Background: an optimization exercise with open tools, aiming at small area, a short achievable clock period and few clock cycles per item. Do not read the settings as production practice.
RTL that was checked went through simulation tests only; none was proved equivalent to the original.
For runs 2 and 3, only the layout was checked, not whether the RTL still works.
Power figures rest on the tool's default switching activity, not on a simulated workload.

==> flow/design.v <==
module stripe_pq (
  input  wire        clk,
  input  wire        rst,
  input  wire        in_valid,
  output wire        in_ready,
  input  wire [63:0] in_data,
  input  wire [5:0]  cfg_n,        
  input  wire [4:0]  cfg_ppos,     
  input  wire [1:0]  cfg_nlost,    
  input  wire [4:0]  cfg_lost0,
  input  wire [4:0]  cfg_lost1,
  output wire        out_valid,
  input  wire        out_ready,
  output wire [63:0] out_a,
  output wire [63:0] out_b
);
  function automatic [7:0] gf_mul(input [7:0] a, input [7:0] b);
    integer i;
    reg [7:0] p, aa;
    begin
      p  = 8'h00;
      aa = a;
      for (i = 0; i < 8; i = i + 1) begin
        if (b[i]) p = p ^ aa;
        aa = {aa[6:0], 1'b0} ^ (aa[7] ? 8'h1D : 8'h00);
      end
      gf_mul = p;
    end
  endfunction
  function automatic [7:0] gf_x(input [7:0] a);        
    gf_x = {a[6:0], 1'b0} ^ (a[7] ? 8'h1D : 8'h00);
  endfunction
  function automatic [7:0] gf_xi(input [7:0] a);       
    gf_xi = {1'b0, a[7:1]} ^ (a[0] ? 8'h8E : 8'h00);
  endfunction
  function automatic [63:0] gf_x8(input [63:0] w);
    integer i;
    begin
      for (i = 0; i < 8; i = i + 1) gf_x8[8*i +: 8] = gf_x(w[8*i +: 8]);
    end
  endfunction
  function automatic [63:0] gf_xi8(input [63:0] w);
    integer i;
    begin
      for (i = 0; i < 8; i = i + 1) gf_xi8[8*i +: 8] = gf_xi(w[8*i +: 8]);
    end
  endfunction
  function automatic [63:0] gf_mul8(input [63:0] w, input [7:0] c);
    integer i;
    begin
      for (i = 0; i < 8; i = i + 1) gf_mul8[8*i +: 8] = gf_mul(w[8*i +: 8], c);
    end
  endfunction
  function automatic [7:0] tp(input [4:0] d);
    begin
      case (d)
      5'd1:  tp = 8'hf5;  5'd2:  tp = 8'ha6;  5'd3:  tp = 8'h9c;  5'd4:  tp = 8'h73;
      5'd5:  tp = 8'hec;  5'd6:  tp = 8'h5e;  5'd7:  tp = 8'h55;  5'd8:  tp = 8'ha1;
      5'd9:  tp = 8'ha8;  5'd10: tp = 8'hfa;  5'd11: tp = 8'h75;  5'd12: tp = 8'h84;
      5'd13: tp = 8'he5;  5'd14: tp = 8'hc1;  5'd15: tp = 8'h8b;  5'd16: tp = 8'h66;
      5'd17: tp = 8'hdd;  5'd18: tp = 8'h27;  5'd19: tp = 8'h62;  5'd20: tp = 8'hf3;
      5'd21: tp = 8'he8;  5'd22: tp = 8'hb5;  5'd23: tp = 8'hd3;  5'd24: tp = 8'h03;
      5'd25: tp = 8'h8f;  5'd26: tp = 8'hbb;  5'd27: tp = 8'hab;  5'd28: tp = 8'hdf;
      5'd29: tp = 8'h88;  5'd30: tp = 8'h56;  5'd31: tp = 8'h58;
      default: tp = 8'h00;
      endcase
    end
  endfunction
  function automatic [31:0] gf_xi4(input [31:0] w);
    integer i;
    begin
      for (i = 0; i < 4; i = i + 1) gf_xi4[8*i +: 8] = gf_xi(w[8*i +: 8]);
    end
  endfunction
  function automatic [31:0] gf_mul4(input [31:0] w, input [7:0] c);
    integer i;
    begin
      for (i = 0; i < 4; i = i + 1) gf_mul4[8*i +: 8] = gf_mul(w[8*i +: 8], c);
    end
  endfunction
  reg  [4:0]  apos;          
  reg  [5:0]  an;            
  reg         rdy;           
  reg         ov;            
  reg         full;          
  reg         cp;            
  reg  [2:0]  ops;           
  reg         q1, q2;        
  reg         xa, xb;        
  wire fire   = in_valid && rdy;
  wire a_nz   = (apos != 5'd0);
  wire a_last = a_nz && ({1'b0, apos} + 6'd1 == an);
  reg  [63:0] in_r;
  reg         v_r;
  reg  [4:0]  pos_r;
  reg         first_r, last_r;
  reg  [5:0]  cn_r;
  reg  [4:0]  cp_r, cl0_r, cl1_r;
  reg  [1:0]  cnl_r;
  reg  [5:0]  jn;
  reg  [4:0]  jp, jl0, jl1;
  reg  [1:0]  jnl;
  wire        j_new  = v_r && first_r;
  wire [4:0]  sp_p   = j_new ? cp_r  : jp;
  wire [4:0]  sp_l0  = j_new ? cl0_r : jl0;
  wire [4:0]  sp_l1  = j_new ? cl1_r : jl1;
  wire [1:0]  sp_nl  = j_new ? cnl_r : jnl;
  wire a_p  = (apos == sp_p);
  wire a_q  = ({1'b0, apos} == {1'b0, sp_p} + 6'd1);
  wire a_l0 = (sp_nl != 2'd0) && (apos == sp_l0);
  wire a_l1 = (sp_nl == 2'd2) && (apos == sp_l1);
  wire a_qm = a_q && !a_l0 && !a_l1 && a_nz;    
  wire a_dn = a_nz && !a_p && !a_q;                           
  wire        exec   = xa || xb;
  wire        last_done = v_r && last_r;
  wire        full_n = last_done || (full && !cp);
  wire        q1_n   = fire && a_qm;
  wire        q2_n   = q1;
  wire        ov_n   = (exec && ops == 3'd4) || (ov && !out_ready);
  wire [2:0]  ops_n  = cp ? 3'd1 : !exec ? ops : (ops == 3'd4) ? 3'd0 : ops + 3'd1;
  wire        cp_n   = full_n && (ops_n == 3'd0) && !ov_n;
  wire        xa_n   = !q1_n && !q2_n && (ops_n == 3'd1 || ops_n == 3'd2);
  wire        xb_n   = !q1_n && !q2_n && (ops_n == 3'd3 || ops_n == 3'd4);
  wire        apz_n  = fire ? a_last : !a_nz;            
  wire        rdy_n  = !apz_n || ((ops_n == 3'd0) && !ov_n);
  always @(posedge clk) begin
    in_r    <= in_data;
    cn_r    <= cfg_n;
    cp_r    <= cfg_ppos;
    cnl_r   <= cfg_nlost;
    cl0_r   <= cfg_lost0;
    cl1_r   <= cfg_lost1;
    pos_r   <= apos;
    first_r <= !a_nz;
    last_r  <= a_last;
    if (rst) begin
      apos <= 5'd0;
      v_r  <= 1'b0;
      rdy  <= 1'b1;
      full <= 1'b0;
      cp   <= 1'b0;
      ops  <= 3'd0;
      q1   <= 1'b0;
      q2   <= 1'b0;
      xa   <= 1'b0;
      xb   <= 1'b0;
      ov   <= 1'b0;
    end else begin
      v_r  <= fire;
      rdy  <= rdy_n;
      full <= full_n;
      cp   <= cp_n;
      ops  <= ops_n;
      q1   <= q1_n;
      q2   <= q2_n;
      xa   <= xa_n;
      xb   <= xb_n;
      ov   <= ov_n;
      if (fire) apos <= a_last ? 5'd0 : apos + 5'd1;
    end
    if (fire && !a_nz) an <= cfg_n;
    if (j_new) begin
      jn  <= cn_r;
      jp  <= cp_r;
      jnl <= cnl_r;
      jl0 <= cl0_r;
      jl1 <= cl1_r;
    end
  end
  assign in_ready = rdy;
  reg r_p, r_q, r_l0, r_l1;
  always @(posedge clk) begin
    r_p  <= a_p;
    r_q  <= a_q;
    r_l0 <= a_l0;
    r_l1 <= a_l1;
  end
  wire c_plast = ({1'b0, cp_r} + 6'd1 == cn_r);
  wire f_p   = (cp_r == 5'd0);
  wire f_q   = c_plast;
  wire f_l0  = (cnl_r != 2'd0) && (cl0_r == 5'd0);
  wire is_p  = first_r ? f_p  : r_p;
  wire is_q  = first_r ? f_q  : r_q;
  wire is_d  = !is_p && !is_q;
  wire is_l0 = first_r ? f_l0 : r_l0;
  wire is_l1 = first_r ? 1'b0 : r_l1;
  wire lost  = is_l0 || is_l1;
  wire c_l0q  = ({1'b0, cl0_r} == {1'b0, cp_r} + 6'd1) || (cl0_r == 5'd0 && c_plast);
  wire c_l1q  = ({1'b0, cl1_r} == {1'b0, cp_r} + 6'd1);
  wire c_qlost = ((cnl_r != 2'd0) && c_l0q) || ((cnl_r == 2'd2) && c_l1q);
  reg  [3:0] c_jf;           
  always @* begin
    case (cnl_r)
      2'd0: c_jf = 4'b0110;
      2'd1: c_jf = c_qlost ? 4'b1000 : 4'b0100;
      default:
        if (!c_qlost) c_jf = (cl0_r == cp_r) ? 4'b1110 : 4'b1011;
        else          c_jf = c_l1q ? 4'b0110 : 4'b1001;
    endcase
  end
  reg        j_qlost;
  reg  [3:0] j_jf, jf, jf_h;
  wire       qlost = first_r ? c_qlost : j_qlost;
  reg  [63:0] sp, z, res_a, res_b;
  reg  [31:0] mx;            
  reg  [7:0]  pw, cq, al, be, ah, bh, mc;
  reg  [4:0]  cnt;
  reg  [7:0]  tpv;           
  reg         l0d;
  wire [31:0] m_o  = gf_mul4(mx, mc);
  reg fix, fx_spk, fx_zg, fx_zk;
  wire [63:0] sp_b = (fix && fx_spk) ? 64'd0 : sp;
  wire        nz_d = v_r && !first_r && is_d;
  wire        z_0  = v_r && (first_r || (fix && fx_zk));
  wire        z_i  = nz_d && !(fix && fx_zg);      
  wire [63:0] z_h  = z_0 ? 64'd0 : z_i ? gf_xi8(z) : z;
  wire        add_sp = v_r && !first_r && !is_q && !lost;
  wire        add_d  = v_r && !first_r && is_d && !lost;
  wire        add_z  = add_d || (v_r && first_r);
  wire        q2z    = q2 && !(v_r && first_r);
  wire [63:0] z_in = {(add_z ? in_r[63:32] : 32'd0) ^ (q2z ? m_o : 32'd0),
                      add_z ? in_r[31:0] : q1 ? m_o : 32'd0};
  wire [7:0] pw_c  = first_r ? 8'h01 : pw;
  wire [7:0] cq_c  = first_r ? 8'h02 : cq;
  wire [7:0] al_c  = first_r ? 8'h00 : al;
  wire [7:0] be_c  = first_r ? 8'h8E : be;
  wire       l0d_c = first_r ? 1'b0 : l0d;
  wire [7:0] tp_inc = tp(cnt + 5'd1);
  reg  [7:0] cq_n, al_n, be_n;
  always @* begin
    cq_n = cq; al_n = al; be_n = be;
    if (v_r) begin
      cq_n = is_d ? gf_xi(cq_c) : cq_c;
      if (is_d && lost && !qlost) begin
        be_n = (is_l1 && l0d_c) ? tpv : 8'h01;
        al_n = (is_l1 && l0d_c) ? tpv : al_c;
      end else begin
        be_n = is_d ? gf_x(be_c) : be_c;
        al_n = (is_d && lost) ? pw_c : al_c;
      end
    end
  end
  wire [7:0] ah_n = cp ? al : ah;
  wire [7:0] bh_n = cp ? be : bh;
  wire       op_a_n = (ops_n[2:1] == 2'b00) || (ops_n == 3'd2);
  always @(posedge clk) begin
    if (v_r && first_r)
      sp <= in_r;
    else if (v_r)
      sp <= sp_b ^ (add_sp ? in_r : 64'd0);
    z <= z_h ^ z_in;
    if (q1_n)      mx <= in_data[31:0];
    else if (q1)   mx <= in_r[63:32];
    else if (xa_n) mx <= cp ? z[31:0]  : exec ? res_a[63:32] : res_a[31:0];
    else           mx <= cp ? sp[31:0] : xb   ? res_b[63:32] : res_b[31:0];
    if (rst) fix <= 1'b0;
    else     fix <= (v_r && first_r) || (fix && !v_r);
    if (v_r && first_r) begin
      fx_spk  <= f_q || f_l0;
      fx_zg   <= f_q && !f_l0;
      fx_zk   <= f_p || f_l0;
      j_qlost <= c_qlost;
      j_jf    <= c_jf;
    end
    cq <= cq_n;
    al <= al_n;
    be <= be_n;
    ah <= ah_n;
    bh <= bh_n;
    mc <= q1_n ? cq_n : q2_n ? ((fire && a_dn) ? gf_xi(cq) : cq) : op_a_n ? bh_n : ah_n;
    if (v_r) begin
      pw  <= is_d ? gf_x(pw_c) : pw_c;
      l0d <= l0d_c || (is_d && is_l0);
      if (is_d && is_l0) begin
        cnt <= 5'd1;
        tpv <= 8'hf5;                        
      end else if (is_d) begin
        cnt <= cnt + 5'd1;
        tpv <= tp_inc;
      end
    end
    if (last_done) jf <= first_r ? c_jf : j_jf;
  end
  wire [31:0] xs = res_a[31:0] ^ m_o;
  wire [31:0] ra = (jf_h[3] ? xs : 32'd0) ^ (jf_h[2] ? res_b[31:0] : 32'd0);
  wire [31:0] rb = (jf_h[1] ? xs : 32'd0) ^ (jf_h[0] ? res_b[31:0] : 32'd0);
  always @(posedge clk) begin
    if (rst) begin
      res_a <= 64'd0;
      res_b <= 64'd0;
    end else if (cp) begin
      res_a <= {z[63:32] ^ (q2 ? m_o : 32'd0), z[31:0]};
      res_b <= sp;
      jf_h  <= jf;
    end else if (exec) begin
      if (xa) begin
        res_a <= {m_o, res_a[63:32]};
      end else begin
        res_a <= {ra, res_a[63:32]};
        res_b <= {rb, res_b[63:32]};
      end
    end
  end
  assign out_valid = ov;
  assign out_a     = res_a;
  assign out_b     = res_b;
endmodule
==> flow/flow/run.sh <==
#!/bin/bash
set -euo pipefail
bash standard.sh synth > flow_synth.log 2>&1
bash standard.sh 'BUFFER_PORTS_ARGS=-buffer_cell sky130_fd_sc_hd__buf_4' SETUP_SLACK_MARGIN=6.6 finish > flow_finish.log 2>&1
==> flow/standard.sh <==
#!/bin/bash
# synth_recipe.tcl (not shown) runs the flow's synth.tcl, then flattens the netlist and writes it again
# the make line also repeats each setting of config.mk as NAME=value (left out here)
make -C /OpenROAD-flow-scripts/flow DESIGN_CONFIG=/design/flow/config.mk WORK_HOME=/design/flow/orfs CLKGATE_MAP_FILE= SYNTH_SCRIPT=/design/flow/synth_recipe.tcl "${@:-finish}"
==> flow/config.mk <==
export PLATFORM = sky130hd
export DESIGN_NAME = stripe_pq
export DESIGN_NICKNAME = stripe_pq
export VERILOG_FILES = /design/flow/design.v
export SDC_FILE = /design/flow/constraint.sdc
export NUM_CORES = 4
export LEC_CHECK = 0
export ABC_CLOCK_PERIOD_IN_PS = 3000
export CAP_MARGIN = 20
export CORE_MARGIN = 2
export CORE_UTILIZATION = 50
export PLACE_DENSITY = 0.6
export SETUP_SLACK_MARGIN = 5
export SLEW_MARGIN = 20
==> flow/constraint.sdc <==
create_clock -name core_clock -period 10.0 [get_ports {clk}]
set_input_delay 2.0000 -clock core_clock [delete_from_list [all_inputs] [get_ports {clk}]]
set_output_delay 2.0000 -clock core_clock [all_outputs]
set_load 0.01 [all_outputs]
==> run_results.csv, run 1 <==
group,metric,value,unit
placement,gp_congestion,0.9340,
placement,io_buffers,220,
yosys,netlist_area,0.03153,sq mm
grt,grt_pass1_vias,27540,
yosys,synth_common_cells,"nand2_1, dfxtp_1, xnor2_1",
yosys,yosysTopAreaCell,"dfxtp_1",
floorplanning,rows,92,
yosys,yosysTopAreaCellShare,24.38,%
yosys,synth_seq_cells,508,
clocking,cts_buffer_depth,3,
yosys,synth_fp_nets,3847,
yosys,async_reset_ff_share,0,%
sta,clock_skew,17.56,ps
critical_path,crit_path_max_fanout,4,
clocking,cts.sinks,508,
routing,first_pass_iters,5,
finish,final_cells,4700,
yosys,synthTopCellsByArea,"dfxtp_1, edfxtp_1, nand2_1",
finish,area_delta_synth_final,13.99,%
yosys,synth_cells,3740,
clocking,cts_hold_buf,0,
floorplanning,chipHeight,255.1,um
power,vdd_drop_max,0.1654,mV
critical_path,crit_chain,"buf_4",
critical_path,path_class,"reg -> out",
floorplanning,die_x,255.1,um
floorplanning,io_pins,221,
placement,dp_slack,5746,ps
clocking,tritoncts,"done",
critical_path,cp_slowest_cell,"dfxtp_1",
sta,final.min_clock_period,3388,ps
routing,ant_nets,0,
routing,drtIter0Drc,2337,
critical_path,arrival,1390,ps
sta,slew_headroom,24.01,%
clocking,clk_pin_slew_worst_paths,60,ps
yosys,yosysWarnings,1,
yosys,seq_area_frac_synth,36.19,%
floorplanning,core,0.06274,sq mm
grt,grt_overflow_total,0,
grt,grt_pass1_wl,172.6,mm
yosys,synth_flop_cell,"dfxtp_1",
sta,setup-violations-final,0,
sta,slew_violations,0,
grt,track_usage,35.51,%
placement,place_inst,4564,
sta,hold_viol,0,
grt,antenna_found_initial,9,
yosys,synth_edf_count,124,
job,drv_cap,0,
routing,postRouteWirelength,117.8,mm
power,fin_total_pwr,7.303,mW
clocking,cts_root_buf,"clkbuf_16",
run_status,outcome,"timing/DRC/antenna clean",
floorplanning,die_area,0.06509,sq mm
clocking,htree_num_levels,2,
routing,drc,0,
critical_path,path_buf_inv,1,
routing,viasPerCell,5.949,
clocking,numCtsBuffers,58,
critical_path,crit_path_max_incr_delay,560,ps
critical_path,critPathTopFamily,"flip-flops",
sta,fmax,295.1,MHz
grt,grt_max_degree,89,
sta,finalWorstSetupSlack,6612,ps
power,power_density,203.2,mW/mm^2
routing,detail_route.wl_per_cell,25.06,um
critical_path,cp-start-kind,"register",
routing,dr_total_vias,27960,
floorplanning,initial_core_util,50.26,%
yosys,synth.most_common_cell,"nand2_1",
clocking,clk_latency,640,ps
yosys,synth_area_per_cell,8.431,sq um
sta,rsz0062_at_grt,"yes",
finish,nNetsFinal,3905,
sta,tns,0,ps
critical_path,critPathCaptureType,"output port",
yosys,yosys.cell_types.count,79,
finish,drive_above_1_share,14.58,%
placement,dpl.hpwl,81.60,mm
power,leakagePower,13.60,nW
sta,fin_crit_sh,33.88,%
hold_path,holdCritPathClass,"reg -> reg",
sta,tightest_slew,1139,ps
critical_path,cp.required,8000,ps
[power breakdown]
| group | leakage (nW) | total (mW) | switching [mW] | internal, mW |
|---|---|---|---|---|
| clock network | 0.944 | 2.19 | 0.929 | 1.26 |
| registers | 4.35 | 2.87 | 0.411 | 2.46 |
| logic | 8.32 | 2.24 | 1.31 | 0.924 |
| total | 13.6 | 7.30 | 2.65 | 4.65 |
[path summary, 6_finish.rpt]
check / startpoint / end / slack [ps] / cells after the start
max: res_a[8]$_SDFFE_PP0P_ / out_a[8] / 6610 / 1
min: jf[1]$_DFFE_PP_ / jf_h[1]$_DFFE_PP_ / 420 / 0
min reg2reg: jf[1]$_DFFE_PP_ / jf_h[1]$_DFFE_PP_ / 420 / 0
max reg2reg: first_r$_DFF_P_ / mc[2]$_DFF_P_ / 6690 / 13
[kinds of logic (layout without fill, tap and decap cells)]
| kind of cell | Yosys count | count (layout) | synth area share, % |
|---|---|---|---|
| muxes | 252 | 252 | 8.587 |
| adders and majority gates | 16 | 16 | 0.6349 |
| and+or+nand+nor | 1292 | 1292 | 17.11 |
| DFF | 508 | 508 | 36.19 |
| other | 0 | 6 | 0 |
| AOI/OAI and AO/OA | 728 | 728 | 13.95 |
| xor gates and xnor gates | 599 | 599 | 19.17 |
| buffers and inverters | 345 | 453 | 4.357 |
[metrics by stage]
stage / cell area, sq um / util (%) / hold WS (ps)
global placement: 33530 / 53.44 / 407.8
detailed placement: 33530 / 53.44 / 413.4
global route: 35930 / 57.27 / 442.5
CTS: 35710 / 56.92 / 424.5
finish: 35940 / 57.29 / 420.3
floorplan: 31570 / - / 400.3
[cells in the final DEF (no fill, tap or decap), types with 13 or more instances in the layout]
cell type | synthesis | final
clkbuf_16 | 0 | 61
xnor2_1 | 324 | 321
xnor3_1 | 40 | 35
o21ai_0 | 161 | 160
nand4_1 | 14 | 14
clkbuf_1 | 205 | 15
mux2i_1 | 175 | 174
mux2_2 | 67 | 63
ha_1 | 16 | 16
xor3_1 | 14 | 14
nand3_1 | 36 | 35
inv_1 | 53 | 51
nor3_1 | 29 | 27
nor2b_1 | 22 | 18
nor2_1 | 315 | 314
dfxtp_2 | 0 | 28
nand2b_1 | 20 | 19
nand2_1 | 767 | 765
dfxtp_1 | 384 | 353
a221oi_1 | 13 | 13
edfxtp_1 | 124 | 124
a22oi_1 | 50 | 50
o22ai_1 | 25 | 24
or2_2 | 13 | 13
xor2_1 | 216 | 210
nor3b_1 | 18 | 18
a31oi_1 | 19 | 18
buf_4 | 5 | 274
a211oi_1 | 46 | 46
o221ai_1 | 21 | 21
a21oi_1 | 299 | 297
[sequential cells by signal (all words and copies together), names as in the netlist, 6 cells and up, named ones only]
name   count
ah         8
al         8
an         6
be         8
bh         8
cn_r       6
cq         8
in_r      64
mc         8
mx        32
pw         8
res_a     64
res_b     64
sp        64
tpv        8
z         64
[area by class of cell]
type | instances | area [sq um]
fill | 5709 | 26790
clock buffer | 83 | 1668
multi-input combinational | 2887 | 18980
sequential | 508 | 11460
clock inverter | 27 | 254.0
inverter | 55 | 217.7
antenna | 6 | 15.01
tap | 846 | 1059
timing repair buffer | 288 | 2288
[layer usage]
| layer | GRT usage [%] | part of all wire, % | vias to the layer above |
|---|---|---|---|
| li1 | - | - | 12820 |
| met1 | 39.66 | 36 | 13480 |
| met2 | 60.22 | 48 | 1269 |
| met3 | 5.848 | 6.7 | 392 |
| met4 | 28.19 | 9.4 | 4 |
| met5 | 0 | 0.024 | - |
[what timing repair did]
action	in CTS	in global routing
pin swaps	3	2
gates cloned	1	1
setup buffers	7	11
setup endpoints to repair	111	89
resized for setup	44	32
hold endpoints to repair	0	0
Testbench counts, summed over its fixed seeds: cycles 24,913, items 1,200.
==> run 2: changes to the inputs <==
--- a/flow/design.v
+++ b/flow/design.v
@@ -80,5 +80,4 @@
   endfunction
   reg  [4:0]  apos;          
-  reg  [5:0]  an;            
   reg         rdy;           
   reg         ov;            
@@ -90,8 +89,6 @@
   wire fire   = in_valid && rdy;
   wire a_nz   = (apos != 5'd0);
-  wire a_last = a_nz && ({1'b0, apos} + 6'd1 == an);
   reg  [63:0] in_r;
   reg         v_r;
-  reg  [4:0]  pos_r;
   reg         first_r, last_r;
   reg  [5:0]  cn_r;
@@ -106,4 +103,6 @@
   wire [4:0]  sp_l1  = j_new ? cl1_r : jl1;
   wire [1:0]  sp_nl  = j_new ? cnl_r : jnl;
+  wire [5:0]  sp_n   = j_new ? cn_r  : jn;
+  wire a_last = a_nz && ({1'b0, apos} + 6'd1 == sp_n);
   wire a_p  = (apos == sp_p);
   wire a_q  = ({1'b0, apos} == {1'b0, sp_p} + 6'd1);
@@ -131,5 +130,4 @@
     cl0_r   <= cfg_lost0;
     cl1_r   <= cfg_lost1;
-    pos_r   <= apos;
     first_r <= !a_nz;
     last_r  <= a_last;
@@ -159,5 +157,4 @@
       if (fire) apos <= a_last ? 5'd0 : apos + 5'd1;
     end
-    if (fire && !a_nz) an <= cfg_n;
     if (j_new) begin
       jn  <= cn_r;
@@ -253,5 +250,5 @@
     else if (q1)   mx <= in_r[63:32];
     else if (xa_n) mx <= cp ? z[31:0]  : exec ? res_a[63:32] : res_a[31:0];
-    else           mx <= cp ? sp[31:0] : xb   ? res_b[63:32] : res_b[31:0];
+    else           mx <= xb ? res_b[63:32] : res_b[31:0];
     if (rst) fix <= 1'b0;
     else     fix <= (v_r && first_r) || (fix && !v_r);
==> run_results.csv, run 2 <==
group,metric,value,unit
sta,rsz0062_at_grt,"no",
yosys,yosysTopAreaCell,"dfxtp_1",
clocking,cts.sinks,508,
grt,grt_max_degree,89,
finish,final_common_cell,"nand2_1",
floorplanning,initial_core_util,50.49,%
power,leakagePower,13.75,nW
floorplanning,chipHeight,253.6,um
yosys,yosysWarnings,1,
finish,n_antenna_cell,0,
sta,finalWorstSetupSlack,6637,ps
yosys,synth_flop_cell,"dfxtp_1",
finish,fin_util,57.98,%
power,pwr-share-comb,31.8,%
critical_path,crit_chain,"buf_4",
critical_path,critPathTopFamily,"flip-flops",
clocking,cts_root_buf,"clkbuf_16",
yosys,synth_seq_cells,508,
clocking,tritoncts,"done",
power,netSwitchingFraction,36.18,%
clocking,numCtsBuffers,57,
sta,fin_crit_sh,33.63,%
power,vdd_drop_max,0.1565,mV
hold_path,holdCritPathClass,"reg -> reg",
sta,clock_skew,22.37,ps
yosys,synth_area_per_cell,8.494,sq um
yosys,seq_area_frac_synth,36.43,%
power,power.internal,4.757,mW
grt,track_usage,33.49,%
sta,hold_viol,0,
yosys,yosys.cell_types.count,88,
sta,setup-violations-final,0,
routing,ant_nets,0,
power,fin_total_pwr,7.453,mW
critical_path,cp_slowest_cell,"dfxtp_1",
finish,fillers,5568,
finish,multiInputGateArea,0.01875,sq mm
finish,area_delta_synth_final,14.85,%
sta,tns,0,ps
critical_path,arrival,1360,ps
clocking,cts_buffer_depth,3,
grt,antenna_found_initial,0,
sta,fmax,297.3,MHz
yosys,netlist_area,0.03116,sq mm
finish,final_cell_mix,"nand2_1, dfxtp_1, nor2_1, xnor2_1, buf_4",
clocking,clk_latency,630,ps
placement,gp_congestion,0.8791,
placement,dpl.hpwl,69.19,mm
power,p_sw,2.696,mW
floorplanning,io_pins,221,
sta,final.min_clock_period,3363,ps
floorplanning,die_area,0.06433,sq mm
finish,regArea,0.01140,sq mm
yosys,async_reset_ff_share,0,%
grt,grt_pass1_vias,26750,
routing,postRouteWirelength,109.8,mm
power,clkPwrFrac,29.9,%
job,drv_cap,0,
critical_path,path_buf_inv,1,
floorplanning,die_x,253.6,um
routing,drtIter0Drc,2720,
sta,tightest_slew,1163,ps
floorplanning,rows,91,
critical_path,critPathCaptureType,"output port",
grt,grt_pass1_wl,164.5,mm
critical_path,crit_path_max_fanout,6,
run_status,outcome,"timing/DRC/antenna clean",
yosys,synth.most_common_cell,"nand2_1",
placement,io_buffers,220,
finish,nNetsFinal,3852,
routing,first_pass_iters,5,
yosys,synth_edf_count,118,
sta,slew_headroom,22.45,%
power,seq_power_share,38.3,%
yosys,yosysTopAreaCellShare,25.06,%
routing,viasPerCell,5.965,
yosys,synth_fp_nets,3775,
finish,drive_above_1_share,14.32,%
routing,dr_total_vias,27620,
clocking,clk_pin_slew_worst_paths,60,ps
finish,final_cell_area,0.03578,sq mm
critical_path,cp.required,8000,ps
sta,slew_violations,0,
floorplanning,core,0.06171,sq mm
clocking,htree_num_levels,2,
critical_path,crit_path_max_incr_delay,550,ps
power,power_density,208.3,mW/mm^2
placement,placed_cell_area,0.03319,sq mm
yosys,synth_cells,3668,
yosys,synthTopCellsByArea,"dfxtp_1, edfxtp_1, nand2_1",
routing,detail_route.wl_per_cell,23.71,um
routing,drc,0,
yosys,synth_common_cells,"nand2_1, dfxtp_1, nor2_1",
critical_path,cp-start-kind,"register",
grt,grt_overflow_total,0,
critical_path,path_class,"reg -> out",
placement,dp_slack,5088,ps
## run 2: cell types whose count changed after synthesis, sizes merged, moves of 9 or more
cell,before,now
xnor2,328,296
or4b,10,1
mux2i,177,148
nand2b,20,56
o21ai,161,125
nand3,36,47
mux2,69,58
nor2,315,332
nand2,768,747
a21oi,299,252
buf,84,94
clkbuf,206,183
a31oi,19,51
## run 2: logic make-up (layout without fill, tap and decap cells)
group                    after synthesis  in the layout  synth area share, %
AND/OR/NAND/NOR                     1341           1344                18.14
AO/OA/AOI/OAI                        678            678                13.67
XOR/XNOR                             579            579                19.39
flip-flops                           508            508                36.43
buffers and inverters                332            454                4.293
multiplexers                         214            214                7.429
adder cells (fa/ha/maj)               16             16               0.6425
## run 2: metrics by stage
stage / std cells / hold slack (ps)
after floorplan: 3668 / 400.3
after global placement: 4499 / 404.5
after detailed placement: 4499 / 405.6
after CTS: 4622 / 420.4
after global routing: 4630 / 425.1
final: 4630 / 426.8
## run 2: final cells by class
class                           instances  share of cell area (%)
Multi-Input combinational cell       2831                   52.41
Timing Repair Buffer                  292                   6.637
Tap cell                              837                   2.927
Sequential cell                       508                   31.85
Clock inverter                         35                   1.039
Clock buffer                           72                   4.518
Inverter                               55                  0.6224
## run 2: worst paths after layout
path / endpoint / cells past startpoint / slack (ps) / startpoint
worst min-delay path: jf_h[2]$_DFFE_PP_ / 0 / 430 / jf[2]$_DFFE_PP_
worst min register to register: jf_h[2]$_DFFE_PP_ / 0 / 430 / jf[2]$_DFFE_PP_
worst max-delay path: out_b[5] / 1 / 6640 / res_b[5]$_SDFFE_PP0P_
worst max register to register: xa$_SDFF_PP0_ / 9 / 6700 / xa$_SDFF_PP0_
## run 2: layer usage
layer	track usage (%)	vias to the layer above	share of wire, %
li1	-	12640	-
met1	43.95	13320	41
met2	54.52	1377	46
met3	5.552	290	8.6
met4	14.45	0	4.4
met5	0	-	0
## run 2: power by group through the flow
stage	clock network, mW	logic (mW)	registers [mW]
after floorplan	0	1.72	2.69
after global placement	0	2.18	2.87
after detailed placement	0	2.23	2.88
after CTS	2.26	2.30	2.83
after global routing	2.34	2.55	2.88
final	2.23	2.37	2.85
## run 2: timing repair
action / CTS / global route
buffers inserted: 13 / 7
hold buffers: 0 / 0
pin swaps: 4 / 3
gates cloned: 3 / 1
resized for setup: 43 / 31
setup endpoints to repair: 231 / 94
==> run 3: changes to the inputs <==
==> flow/flow/run.sh (replaced) <==
#!/bin/bash
set -euo pipefail
bash standard.sh synth > flow_synth.log 2>&1
bash standard.sh 'BUFFER_PORTS_ARGS=-buffer_cell sky130_fd_sc_hd__buf_2' SETUP_SLACK_MARGIN=6.6 finish > flow_finish.log 2>&1
==> run_results.csv, run 3 <==
group,metric,value,unit
critical_path,cp-start-kind,"register",
power,leakagePower,13.54,nW
finish,n_antenna_cell,0,
critical_path,arrival,1400,ps
placement,dpl.hpwl,68.62,mm
clocking,htree_num_levels,2,
yosys,synth_cells,3668,
grt,grt_pass1_wl,163.4,mm
yosys,synth_common_cells,"nand2_1, dfxtp_1, nor2_1",
placement,place_inst,4496,
grt,grt_overflow_total,0,
yosys,synth_seq_cells,508,
routing,viasPerCell,5.931,
power,power_density,206.3,mW/mm^2
grt,grt_pass1_vias,26970,
floorplanning,rows,91,
critical_path,critPathCaptureType,"output port",
clocking,clk_pin_slew_worst_paths,60,ps
critical_path,path_class,"reg -> out",
floorplanning,core,0.06171,sq mm
floorplanning,io_pins,221,
finish,area_delta_synth_final,12.02,%
clocking,cts_root_buf,"clkbuf_16",
clocking,clk_latency,630,ps
finish,final_cells,4624,
power,vdd_drop_max,0.1909,mV
yosys,netlist_area,0.03116,sq mm
sta,fmax,294.3,MHz
floorplanning,die_x,253.6,um
sta,setup-violations-final,0,
critical_path,cp_slowest_cell,"dfxtp_1",
sta,tightest_slew,1085,ps
sta,rsz0062_at_grt,"no",
yosys,seq_area_frac_synth,36.43,%
sta,slew_headroom,27.64,%
critical_path,cp.required,8000,ps
yosys,yosys.cell_types.count,88,
grt,grt_max_degree,89,
critical_path,path_buf_inv,1,
critical_path,crit_path_max_fanout,7,
finish,final_common_cell,"nand2_1",
sta,holdWs,424.5,ps
clocking,cts_hold_buf,0,
floorplanning,initial_core_util,50.49,%
routing,drtIter0Drc,2414,
routing,detail_route.wl_per_cell,23.32,um
yosys,yosysTopAreaCellShare,25.06,%
grt,antenna_found_initial,1,
finish,fin_util,56.56,%
yosys,yosysWarnings,1,
job,drv_cap,0,
routing,first_pass_iters,6,
sta,finalWorstSetupSlack,6603,ps
routing,dr_total_vias,27430,
placement,gp_congestion,0.8573,
routing,ant_nets,0,
finish,final_cell_area,0.03490,sq mm
sta,fin_crit_sh,33.97,%
yosys,synth_area_per_cell,8.494,sq um
yosys,async_reset_ff_share,0,%
sta,hold_viol,0,
routing,postRouteWirelength,107.8,mm
placement,dp_slack,5122,ps
finish,drive_above_1_share,13.92,%
placement,placed_cell_area,0.03263,sq mm
critical_path,crit_chain,"buf_2",
placement,io_buffers,220,
hold_path,holdCritPathClass,"reg -> reg",
yosys,synth_edf_count,118,
power,fin_total_pwr,7.201,mW
clocking,cts.sinks,508,
yosys,yosysTopAreaCell,"dfxtp_1",
grt,track_usage,33.09,%
run_status,outcome,"timing/DRC/antenna clean",
critical_path,critPathTopFamily,"flip-flops",
clocking,numCtsBuffers,55,
sta,final.min_clock_period,3397,ps
finish,final_cell_mix,"nand2_1, dfxtp_1, nor2_1, xnor2_1, a21oi_1",
critical_path,crit_path_max_incr_delay,550,ps
sta,clock_skew,16.55,ps
yosys,synth_fp_nets,3775,
yosys,synthTopCellsByArea,"dfxtp_1, edfxtp_1, nand2_1",
finish,nNetsFinal,3847,
yosys,synth_flop_cell,"dfxtp_1",
clocking,tritoncts,"done",
floorplanning,die_area,0.06433,sq mm
yosys,synth.most_common_cell,"nand2_1",
floorplanning,chipHeight,253.6,um
sta,slew_violations,0,
clocking,cts_buffer_depth,3,
sta,tns,0,ps
routing,drc,0,
## run 3: repair_timing
action                     4_1_cts  5_1_grt
setup buffers                   12        8
resized for setup               45       25
setup endpoints to repair      214       82
pin swaps                        6        2
gates cloned                     4        0
## run 3: cell type report
class	count	area [sq um]
clock inverters	27	200.2
well taps	837	1047
flip-flops and latches	508	11390
multi-input cells	2832	18760
inverters	55	217.7
repair buffers	288	1722
fillers	5651	26810
clock buffers	77	1573
## run 3: metal layers
metal,track usage [%],up-vias,share of wire [%]
li1,-,12620,-
met1,42.62,13270,41
met2,53.86,1259,46
met3,5.859,276,8.9
met4,15.73,2,4.7
met5,0,-,0.015
## run 3: final timing paths
path	start	to	slack [ps]	depth (start not counted)
max	res_b[7]$_SDFFE_PP0P_	out_b[7]	6600	1
min	jf[3]$_DFFE_PP_	jf_h[3]$_DFFE_PP_	420	0
max reg2reg	mc[3]$_DFF_P_	res_a[58]$_SDFFE_PP0P_	6690	10
min reg2reg	jf[3]$_DFFE_PP_	jf_h[3]$_DFFE_PP_	420	0
## run 3: cells by family after synthesis
kind of cell,Yosys count,synth area share [%]
adders and majority gates,16,0.6425
DFF,508,36.43
xor gates and xnor gates,579,19.39
buffers and inverters,332,4.293
and+or+nand+nor,1341,18.14
AOI/OAI and AO/OA,678,13.67
muxes,214,7.429
## run 3: worst reg2reg max path, cell delays in order, from the launching register on
cell	delay, ps
dfxtp_1	320
buf_4	400
inv_2	260
nor2_2	360
a32oi_1	110
xnor3_1	500
xor2_2	240
a31oi_1	210
a21oi_1	60
or4_1	550
a221oi_2	230
## run 3: power breakdown
part | internal (mW) | total [mW] | switching, mW
Combinational | 0.929 | 2.32 | 1.39
Sequential | 2.47 | 2.84 | 0.375
Clock | 1.15 | 2.04 | 0.889
Total | 4.54 | 7.20 | 2.66

## re-timing with driven ports
The results above use ideal ports. As a check the final layouts listed here were re-extracted and re-timed, cells and wires unchanged.
Step 1 sets driving cells, clkbuf_16 on the clock port and buf_2 on the other inputs (assumed; they add their load-dependent delay and slew).
Step 2 times the ports against the registers' clock, not the clock port: input delays grow and output delays shrink by t, the midpoint of the rising clock arrivals with the driver on.
a / b / c = ideal ports / drivers / drivers and shift; a / b = the first two.
run	t (ns)	slack for setup (ns)	worst setup path at the end	worst slew at a driven data input, ns	cell pins on the clock port's net
run 1	0.698	6.612 / 6.547 / 6.056	input to register	0.14	1
run 2	0.682	6.637 / 6.575 / 6.006	input to register	0.05	1
run 3	0.681	6.603 / 6.540 / 6.156	input to register	0.04	1
After both steps every run listed still meets setup and hold. For run 2, which loses most, drivers alone change the setup slack by -0.062 ns; drivers and shift together by -0.631 ns.
